From an optimization exercise on the open Yosys and OpenROAD flow, aimed at small area, a short achievable clock period and few clock cycles; shortcuts taken in it are not production practice.
The RTL of this run was laid out without a check of its function.

<file path="flow/constraint.sdc">
create_clock -name core_clock -period 20.0 [get_ports {clk}]
set_input_delay 4.0000 -clock core_clock [delete_from_list [all_inputs] [get_ports {clk}]]
set_output_delay 4.0000 -clock core_clock [all_outputs]
set_load 0.01 [all_outputs]
</file>
<file path="flow/run.sh">
#!/bin/bash
# synth_recipe.tcl (not shown) runs the flow's synth.tcl, then flattens the netlist and writes it again
# the make line also repeats each setting of config.mk as NAME=value (left out here)
make -C /OpenROAD-flow-scripts/flow DESIGN_CONFIG=/design/flow/config.mk WORK_HOME=/design/flow/orfs CLKGATE_MAP_FILE= SYNTH_SCRIPT=/design/flow/synth_recipe.tcl finish
</file>
<file path="flow/config.mk">
export PLATFORM = sky130hd
export DESIGN_NAME = chk_unit
export DESIGN_NICKNAME = chk_unit
export VERILOG_FILES = /design/flow/design.v
export SDC_FILE = /design/flow/constraint.sdc
export NUM_CORES = 4
export LEC_CHECK = 0
export CAP_MARGIN = 20
export CORE_MARGIN = 2
export CORE_UTILIZATION = 35
export SLEW_MARGIN = 20
</file>
<file path="flow/design.v">
module chk_unit (
    input  wire        clk,
    input  wire        rst,
    input  wire        job_valid,
    output wire        job_ready,
    input  wire [31:0] job_cmd,
    input  wire [23:0] job_len,
    input  wire        in_valid,
    output wire        in_ready,
    input  wire [63:0] in_data,
    output reg         res_valid,
    output reg         res_refused,
    output reg  [2:0]  res_refuse_code,
    output reg  [31:0] res_result,
    output reg  [3:0]  res_code,
    output reg  [15:0] res_acount,
    output reg         res_copy,
    output reg  [47:0] res_tail,
    output reg  [2:0]  res_tail_len,
    input  wire        reg_wr,
    input  wire        reg_rd,
    input  wire [15:0] reg_addr,
    input  wire [31:0] reg_wdata,
    output reg  [31:0] reg_rdata
);
    localparam OP_COMPUTE = 3'd0;
    localparam OP_APPEND  = 3'd1;
    localparam OP_CHECK   = 3'd2;
    localparam CODE_DONE     = 4'd2;
    localparam CODE_MISMATCH = 4'd3;
    localparam CODE_REPEAT   = 4'd4;
    localparam CODE_JUMP     = 4'd5;
    localparam S_IDLE   = 2'd0;
    localparam S_DATA   = 2'd1;
    localparam S_FINISH = 2'd2;
    function [31:0] crc_init;
        input [1:0] poly;
        case (poly)
            2'd0, 2'd1: crc_init = 32'hFFFF_FFFF;
            2'd2:       crc_init = 32'h0000_FFFF;
            default:    crc_init = 32'h0000_00FF;
        endcase
    endfunction
    function [31:0] crc_final;
        input [1:0]  poly;
        input [31:0] s;
        case (poly)
            2'd0, 2'd1: crc_final = s ^ 32'hFFFF_FFFF;
            2'd2:       crc_final = {16'd0, s[15:0]};
            default:    crc_final = {24'd0, s[7:0] ^ 8'hFF};
        endcase
    endfunction
    function [2:0] crc_width;
        input [1:0] poly;
        case (poly)
            2'd0, 2'd1: crc_width = 3'd4;
            2'd2:       crc_width = 3'd2;
            default:    crc_width = 3'd1;
        endcase
    endfunction
    function [31:0] crc_byte;
        input [1:0]  poly;
        input [31:0] s_in;
        input [7:0]  b;
        reg   [31:0] s;
        integer k;
        begin
            s = s_in;
            case (poly)
                2'd0: begin  
                    s = s ^ {24'd0, b};
                    for (k = 0; k < 8; k = k + 1)
                        s = s[0] ? ((s >> 1) ^ 32'h82F6_3B78) : (s >> 1);
                end
                2'd1: begin  
                    s = s ^ {24'd0, b};
                    for (k = 0; k < 8; k = k + 1)
                        s = s[0] ? ((s >> 1) ^ 32'hEDB8_8320) : (s >> 1);
                end
                2'd2: begin  
                    s = {16'd0, s[15:0] ^ {b, 8'd0}};
                    for (k = 0; k < 8; k = k + 1)
                        s = s[15] ? ({16'd0, s[14:0], 1'b0} ^ 32'h0000_1021)
                                  : {16'd0, s[14:0], 1'b0};
                end
                default: begin  
                    s = {24'd0, s[7:0] ^ b};
                    for (k = 0; k < 8; k = k + 1)
                        s = s[7] ? ({24'd0, s[6:0], 1'b0} ^ 32'h0000_002F)
                                 : {24'd0, s[6:0], 1'b0};
                end
            endcase
            crc_byte = s;
        end
    endfunction
    reg [1:0]  state;
    reg [2:0]  j_op;
    reg [1:0]  j_poly;
    reg        j_alive;
    reg        j_save;
    reg [3:0]  j_ctx;
    reg [3:0]  j_achan;
    reg [23:0] j_len;
    reg        j_refused;
    reg [2:0]  j_refuse_code;
    reg [23:0] j_pos;       
    reg [31:0] j_crc;       
    reg [7:0]  j_tail [0:5];
    reg [31:0] ctx_state [0:15];
    reg [1:0]  ctx_poly  [0:15];
    reg        ctx_valid [0:15];
    reg [15:0] ach_tx    [0:15];
    reg [7:0]  ach_win   [0:15];
    reg [15:0] ach_rx    [0:15];
    reg        ach_rxv   [0:15];
    reg [31:0] cnt_jobs, cnt_mismatch, cnt_alive_err, cnt_refused;
    assign job_ready = (state == S_IDLE) && !rst;
    assign in_ready  = (state == S_DATA);
    wire [2:0]  sub_op     = job_cmd[2:0];
    wire [1:0]  sub_poly   = job_cmd[4:3];
    wire        sub_alive  = job_cmd[5];
    wire        sub_resume = job_cmd[6];
    wire        sub_save   = job_cmd[7];
    wire [3:0]  sub_ctx    = job_cmd[11:8];
    wire [3:0]  sub_achan  = job_cmd[15:12];
    wire [2:0]  sub_w      = crc_width(sub_poly);
    wire [4:0]  sub_minlen = {2'd0, sub_w} + (sub_alive ? 5'd2 : 5'd0) + 5'd1;
    reg [2:0] sub_refuse;
    always @(*) begin
        if (sub_op > OP_CHECK || job_cmd[31:21] != 11'd0 || job_cmd[19:16] != 4'd0)
            sub_refuse = 3'd1;
        else if (sub_save && sub_op != OP_COMPUTE)
            sub_refuse = 3'd2;
        else if (sub_resume && (!ctx_valid[sub_ctx] || ctx_poly[sub_ctx] != sub_poly))
            sub_refuse = 3'd3;
        else if (sub_op == OP_CHECK && job_len < {19'd0, sub_minlen})
            sub_refuse = 3'd4;
        else
            sub_refuse = 3'd0;
    end
    wire [2:0]  j_w       = crc_width(j_poly);
    wire [23:0] crc_len   = (j_op == OP_CHECK) ? (j_len - {21'd0, j_w}) : j_len;
    wire [23:0] tail_from = j_len - {21'd0, j_w} - (j_alive ? 24'd2 : 24'd0);
    reg [31:0] beat_crc;
    reg [7:0]  beat_tail [0:5];
    reg [23:0] p;
    reg [23:0] ti;
    integer i;
    always @(*) begin
        beat_crc = j_crc;
        p        = 24'd0;
        ti       = 24'd0;
        for (i = 0; i < 6; i = i + 1)
            beat_tail[i] = j_tail[i];
        for (i = 0; i < 8; i = i + 1) begin
            p = j_pos + i[23:0];
            if (p < crc_len)
                beat_crc = crc_byte(j_poly, beat_crc, in_data[8*i +: 8]);
            if (j_op == OP_CHECK && p >= tail_from && p < j_len) begin
                ti = p - tail_from;
                beat_tail[ti[2:0]] = in_data[8*i +: 8];
            end
        end
    end
    wire last_beat = ({1'b0, j_pos} + 25'd8 >= {1'b0, j_len});
    wire [15:0] ch_tx   = ach_tx[j_achan];
    wire [15:0] ch_rx   = ach_rx[j_achan];
    wire        ch_rxv  = ach_rxv[j_achan];
    wire [7:0]  ch_win  = (ach_win[j_achan] == 8'd0) ? 8'd1 : ach_win[j_achan];
    wire [31:0] app_crc1 = crc_byte(j_poly, j_crc, ch_tx[7:0]);
    wire [31:0] app_crc2 = crc_byte(j_poly, app_crc1, ch_tx[15:8]);
    wire [31:0] fin_state = (j_op == OP_APPEND && j_alive) ? app_crc2 : j_crc;
    wire [31:0] fin_crc   = crc_final(j_poly, fin_state);
    wire [15:0] rx_count = {j_tail[1], j_tail[0]};
    reg  [31:0] rx_crc;
    always @(*) begin
        if (j_alive)
            rx_crc = {j_tail[5], j_tail[4], j_tail[3], j_tail[2]};
        else
            rx_crc = {j_tail[3], j_tail[2], j_tail[1], j_tail[0]};
        case (j_poly)
            2'd2:    rx_crc = {16'd0, rx_crc[15:0]};
            2'd3:    rx_crc = {24'd0, rx_crc[7:0]};
            default: rx_crc = rx_crc;
        endcase
    end
    wire        crc_ok = (rx_crc == fin_crc);
    wire [15:0] rx_dist   = rx_count - ch_rx;
    reg [3:0]  fin_code;
    reg        fin_copy;
    reg        fin_rx_update;
    reg [47:0] fin_tail;
    reg [2:0]  fin_tail_len;
    reg [15:0] fin_acount;
    always @(*) begin
        fin_code      = CODE_DONE;
        fin_copy      = 1'b0;
        fin_rx_update = 1'b0;
        fin_tail      = 48'd0;
        fin_tail_len  = 3'd0;
        fin_acount    = 16'd0;
        case (j_op)
            OP_APPEND: begin
                fin_copy = 1'b1;
                if (j_alive) begin
                    fin_acount   = ch_tx;
                    fin_tail     = {fin_crc, ch_tx};
                    fin_tail_len = j_w + 3'd2;
                end else begin
                    fin_tail     = {16'd0, fin_crc};
                    fin_tail_len = j_w;
                end
            end
            OP_CHECK: begin
                if (j_alive)
                    fin_acount = rx_count;
                if (!crc_ok) begin
                    fin_code = CODE_MISMATCH;
                end else if (!j_alive || !ch_rxv) begin
                    fin_copy      = 1'b1;
                    fin_rx_update = j_alive;
                end else if (rx_dist == 16'd0) begin
                    fin_code = CODE_REPEAT;
                end else if (rx_dist <= {8'd0, ch_win}) begin
                    fin_copy      = 1'b1;
                    fin_rx_update = 1'b1;
                end else begin
                    fin_code      = CODE_JUMP;
                    fin_copy      = 1'b1;
                    fin_rx_update = 1'b1;
                end
            end
            default: ;
        endcase
    end
    wire       reg_ach  = (reg_addr[15:7] == 9'b1000_0000_0);
    wire [3:0] reg_chan = reg_addr[6:3];
    wire       reg_ctx  = (reg_addr >= 16'h1040) && (reg_addr < 16'h10C0);
    wire [4:0] reg_slot5 = reg_addr[7:3] - 5'd8;
    wire [3:0] reg_slot  = reg_slot5[3:0];
    integer n;
    always @(posedge clk) begin
        if (rst) begin
            state           <= S_IDLE;
            res_valid       <= 1'b0;
            res_refused     <= 1'b0;
            res_refuse_code <= 3'd0;
            res_result      <= 32'd0;
            res_code        <= 4'd0;
            res_acount      <= 16'd0;
            res_copy        <= 1'b0;
            res_tail        <= 48'd0;
            res_tail_len    <= 3'd0;
            j_op            <= 3'd0;
            j_poly          <= 2'd0;
            j_alive         <= 1'b0;
            j_save          <= 1'b0;
            j_ctx           <= 4'd0;
            j_achan         <= 4'd0;
            j_len           <= 24'd0;
            j_refused       <= 1'b0;
            j_refuse_code   <= 3'd0;
            j_pos           <= 24'd0;
            j_crc           <= 32'd0;
            for (n = 0; n < 6; n = n + 1)
                j_tail[n] <= 8'd0;
            for (n = 0; n < 16; n = n + 1) begin
                ctx_state[n] <= 32'd0;
                ctx_poly[n]  <= 2'd0;
                ctx_valid[n] <= 1'b0;
            end
            for (n = 0; n < 16; n = n + 1) begin
                ach_tx[n]  <= 16'd0;
                ach_win[n] <= 8'd8;
                ach_rx[n]  <= 16'd0;
                ach_rxv[n] <= 1'b0;
            end
            cnt_jobs      <= 32'd0;
            cnt_mismatch  <= 32'd0;
            cnt_alive_err <= 32'd0;
            cnt_refused   <= 32'd0;
        end else begin
            res_valid <= 1'b0;
            case (state)
                S_IDLE: begin
                    if (job_valid) begin
                        j_op          <= sub_op;
                        j_poly        <= sub_poly;
                        j_alive       <= sub_alive;
                        j_save        <= sub_save;
                        j_ctx         <= sub_ctx;
                        j_achan       <= sub_achan;
                        j_len         <= job_len;
                        j_refused     <= (sub_refuse != 3'd0);
                        j_refuse_code <= sub_refuse;
                        j_pos         <= 24'd0;
                        j_crc         <= sub_resume ? ctx_state[sub_ctx] : crc_init(sub_poly);
                        for (n = 0; n < 6; n = n + 1)
                            j_tail[n] <= 8'd0;
                        state <= S_DATA;
                    end
                end
                S_DATA: begin
                    if (in_valid) begin
                        j_pos <= j_pos + 24'd8;
                        j_crc <= beat_crc;
                        for (n = 0; n < 6; n = n + 1)
                            j_tail[n] <= beat_tail[n];
                        if (last_beat)
                            state <= S_FINISH;
                    end
                end
                S_FINISH: begin
                    state     <= S_IDLE;
                    res_valid <= 1'b1;
                    if (j_refused) begin
                        res_refused     <= 1'b1;
                        res_refuse_code <= j_refuse_code;
                        res_result      <= 32'd0;
                        res_code        <= 4'd0;
                        res_acount      <= 16'd0;
                        res_copy        <= 1'b0;
                        res_tail        <= 48'd0;
                        res_tail_len    <= 3'd0;
                        if (cnt_refused[30:0] != 31'h7FFF_FFFF)
                            cnt_refused <= cnt_refused + 32'd1;
                        else
                            cnt_refused[31] <= 1'b1;
                    end else begin
                        res_refused     <= 1'b0;
                        res_refuse_code <= 3'd0;
                        res_result      <= j_save ? j_crc : fin_crc;
                        res_code        <= fin_code;
                        res_acount      <= fin_acount;
                        res_copy        <= fin_copy;
                        res_tail        <= fin_tail;
                        res_tail_len    <= fin_tail_len;
                        if (j_save) begin
                            ctx_state[j_ctx] <= j_crc;
                            ctx_poly[j_ctx]  <= j_poly;
                            ctx_valid[j_ctx] <= 1'b1;
                        end
                        if (j_op == OP_APPEND && j_alive)
                            ach_tx[j_achan] <= ch_tx + 16'd1;
                        if (fin_rx_update) begin
                            ach_rx[j_achan]  <= rx_count;
                            ach_rxv[j_achan] <= 1'b1;
                        end
                        if (cnt_jobs[30:0] != 31'h7FFF_FFFF)
                            cnt_jobs <= cnt_jobs + 32'd1;
                        else
                            cnt_jobs[31] <= 1'b1;
                        if (fin_code == CODE_MISMATCH) begin
                            if (cnt_mismatch[30:0] != 31'h7FFF_FFFF)
                                cnt_mismatch <= cnt_mismatch + 32'd1;
                            else
                                cnt_mismatch[31] <= 1'b1;
                        end
                        if (fin_code == CODE_REPEAT || fin_code == CODE_JUMP) begin
                            if (cnt_alive_err[30:0] != 31'h7FFF_FFFF)
                                cnt_alive_err <= cnt_alive_err + 32'd1;
                            else
                                cnt_alive_err[31] <= 1'b1;
                        end
                    end
                end
                default: state <= S_IDLE;
            endcase
            if (reg_wr && reg_ach && !reg_addr[2]) begin
                ach_tx[reg_chan]  <= reg_wdata[15:0];
                ach_win[reg_chan] <= reg_wdata[23:16];
            end
            if (reg_wr && reg_ach && reg_addr[2]) begin
                ach_rx[reg_chan]  <= reg_wdata[15:0];
                ach_rxv[reg_chan] <= reg_wdata[16];
            end
        end
    end
    reg [31:0] rd_val;
    always @(*) begin
        rd_val = 32'd0;
        if (reg_ach) begin
            if (!reg_addr[2]) begin
                rd_val[15:0]  = ach_tx[reg_chan];
                rd_val[23:16] = (ach_win[reg_chan] == 8'd0) ? 8'd1 : ach_win[reg_chan];
            end else begin
                rd_val[15:0]  = ach_rx[reg_chan];
                rd_val[16]    = ach_rxv[reg_chan];
            end
        end else if (reg_ctx) begin
            if (!reg_addr[2]) begin
                rd_val = ctx_state[reg_slot];
            end else begin
                rd_val[1:0] = ctx_poly[reg_slot];
                rd_val[8]   = ctx_valid[reg_slot];
            end
        end else begin
            case (reg_addr[15:2])
                14'h0400: rd_val[8] = (state != S_IDLE);
                14'h0402: rd_val = cnt_jobs;
                14'h0403: rd_val = cnt_mismatch;
                14'h0404: rd_val = cnt_alive_err;
                14'h0405: rd_val = cnt_refused;
                default:  rd_val = 32'd0;
            endcase
        end
    end
    always @(posedge clk) begin
        if (rst)
            reg_rdata <= 32'd0;
        else if (reg_rd)
            reg_rdata <= rd_val;
    end
endmodule
</file>
==> summary.txt <==
Crit. End Element: flip-flop
Worst-path maximum fanout: 11
R2R Setup Slk: 0.82 ns
Arrival time worst endpoint: 20.02 ns
H-tree depth: 4
Area Overhead vs Synth: 12.54%
Post-synth top area cell: edfxtp_1
PortBufs: 304
Post-synth EDFFs: 1184
Pre-Repair DR Iteration Count: 8
Slew HR: 16.66%
GRT Overall Usage: 27.58%
Core Area: 363100 um^2
Crit start category: primary input
DR vias/cell: 6.024
Final hold violation count: 0
Vias after detailed routing: 105000
Max frequency: 0.05189 GHz
Cell mode on critical path: xnor3_1
CTS root buf: clkbuf_16
Clk Latency, worst-skew pair: 0.90 ns
Initial Utilization: 35.23%
Period utilisation layout: 96.36%
Slew Limit Fails: 0
Crit path max-delay cell type: a31oi_1
Util after Layout: 39.65%
Hold EP: res_result[26]
Initial antenna violation count: 45
Min cycle time layout: 19.27 ns
Worst hold path stage count: 2
Final setup margin: 0.7278 ns
Setup CP Type: primary input to flip-flop
Largest net degree at the start of global routing: 107
Post-DP HPWL: 380000 um
Gpl congestion: 1.023
Vias in the first global route: 99880
Post-Syn Instances: 12520
Pre-CTS WS: 0.1578 ns
Critical R2R Capture: j_crc[15]
Clock sinks: 1634
Largest cells by area after synthesis: edfxtp_1, mux4_2, xnor2_1, dfxtp_1, nand2_1
Multi-input logic area: 79270 um^2
Most common cell after layout, fill and taps aside: nand2_1
Post-synthesis average cell area: 10.21 um^2
WL/cell: 30.28 um
Part of the Yosys area used for sequential elements: 34.84%
Setup bufs post-CTS: 0
Synth Flop Type: edfxtp_1
Initial DRC count: 14500
Maxcap violations: 0
Layout cells sized above 1: 16.24%
Outcome: no timing/DRC/antenna violations
Seq cells post-synth: 1634
Largest stage delay on the critical path: 0.79 ns
Wirelength, routed: 527800 um
Global-route wire length before repair: 746500 um
Least-Margin Pin Slew: 1.246 ns
I/O pin count: 317
Worst R2R Start: j_poly[1]
Final net count: 12890
Synth cell types: 128
Total grt overflow: 0
Die area: 370300 um^2
Drt drc: 0
Clock buffer depth: 4
Final ANT Viol Nets: 0
Unrepaired setup endpoints after global routing: false
CTS clk-pin slew, worst paths: 0.06 ns
HP Start: res_result[26]
CTS Buf Count: 190
Ys Warns: 3
Class of the worst hold path: flip-flop to flip-flop
Register Area: 44590 um^2
Fin Setup TNS: 0 ns
CP required: 20.75 ns
Die Wd: 608.5 um
Hold-fix buffers, CTS: 0
CTS tree: done
Final Setup Violations: 0
Max Clock Skew: 0.08742 ns
Area fraction of the dominant cell type after synthesis: 27.80%
Async set-or-reset flop fraction in the synthesized netlist: 0%
Most frequent cells in the layout: nand2_1, edfxtp_1, xnor2_1, o21ai_0
Die height: 608.5 um
FP Rows: 221
Worst reg-to-reg path cell count: 61
Cell Area, Synth: 127900 um^2
Fillcell total: 34940
Post-CTS sizing: 0
[final cells by class]
| type | count | area share (%) |
|---|---|---|
| antenna | 29 | 0.05041 |
| clock buffer | 256 | 3.687 |
| clock inverter | 81 | 0.4902 |
| inverter | 114 | 0.3025 |
| multi-input combinational | 9636 | 55.07 |
| sequential | 1634 | 30.97 |
| tap | 4794 | 4.167 |
| timing repair buffer | 884 | 5.260 |
[through the flow]
step / instances / cell area [um^2] / hold slack (ns)
2_1_floorplan: 12520 / 127900 / 0.4366
3_3_place_gp: 17060 / 137700 / 0.4398
3_5_place_dp: 17060 / 137800 / 0.4463
4_1_cts: 17400 / 143800 / 0.4592
5_1_grt: 17410 / 143900 / 0.4822
6_report: 17430 / 144000 / 0.4537
[worst max-delay path: cells and delay by family]
kind / cells / cell delay (ns)
muxes: 2 / 0.77
AOI/OAI and AO/OA: 17 / 5.04
buffers and inverters: 6 / 1.94
xor gates and xnor gates: 23 / 8.22
[routing by layer]
layer  routed length [um]  global-route usage [%]  up-vias
met5                  130                       0        -
li1                     -                       -    45820
met3                53140                   5.162     1195
met1               198800                   35.23    51900
met4                36910                   16.14       24
met2               238800                   43.60     6040
[sequential cells by signal, indices dropped and copies added (netlist names), 24 cells and up, named ones only]
register       flops
j_tail            48
ctx_poly          32
cnt_alive_err     32
res_tail          48
j_len             24
ctx_state        512
cnt_jobs          32
cnt_mismatch      32
j_crc             32
ach_tx           256
ach_rx           256
ach_win          128
res_result        32
cnt_refused       32
reg_rdata         32
[cell families after synthesis]
group	after synthesis	synth area share [%]
flops	1634	34.84
compound gates	2678	13.42
simple gates	3783	13.98
buf+inv	1253	3.825
xor+xnor	1834	15.45
other cells	2	0.005871
fa+ha+maj	261	2.559
mux	1077	15.92
[synthesized netlist by cell type, types with 134 or more instances]
cell,instances
nand2_1,1405
mux4_2,763
nand3_1,134
o21ai_0,938
edfxtp_1,1184
mux2i_1,294
buf_1,156
xor2_1,483
and2_1,624
ha_1,256
clkbuf_1,911
a21oi_1,670
dfxtp_1,450
xnor2_1,1068
xnor3_1,166
nor3_1,196
nor2_1,818
[worst max path at each step]
| stage | endpoint | startpoint | slack, ns |
|---|---|---|---|
| detailed placement | j_crc[6] | in_data[2] | 0.16 |
| CTS | j_crc[6] | in_data[2] | 1.05 |
| finish | j_crc[15] | in_data[6] | 0.73 |
| floorplan | j_crc[12] | j_poly[1] | 0.05 |
| global placement | j_crc[6] | in_data[6] | 0.16 |
| global route | j_crc[6] | in_data[2] | 0.12 |

==> what the ideal ports hide <==
No port has a modelled driver above. Below, the same layout with a new extraction and two added sets of constraints. Step 1 (the two cells are an assumption about what drives the block):
set clk [get_ports {clk}]
set_driving_cell -lib_cell sky130_fd_sc_hd__clkbuf_16 $clk
set_driving_cell -lib_cell sky130_fd_sc_hd__buf_2 [delete_from_list [all_inputs] $clk]
Step 2, shift: input delay + t, output delay - t, t = (earliest + latest rising clock arrival at the registers) / 2. This alone moves slack from input paths to output paths. Slacks: ideal ports / drivers / drivers and shift; pairs: ideal ports / drivers.
shift t [ns]: 0.959
slack for setup (ns): 0.728 / 0.616 / -0.343
clock arrival spread, ns: 0.091 / 0.091
worst slew at a driven data input, ns: 0.28
With both steps, setup timing fails in this run, where it was met with ideal ports. For this run, drivers alone change the setup slack by -0.112 ns; drivers and shift together by -1.071 ns.
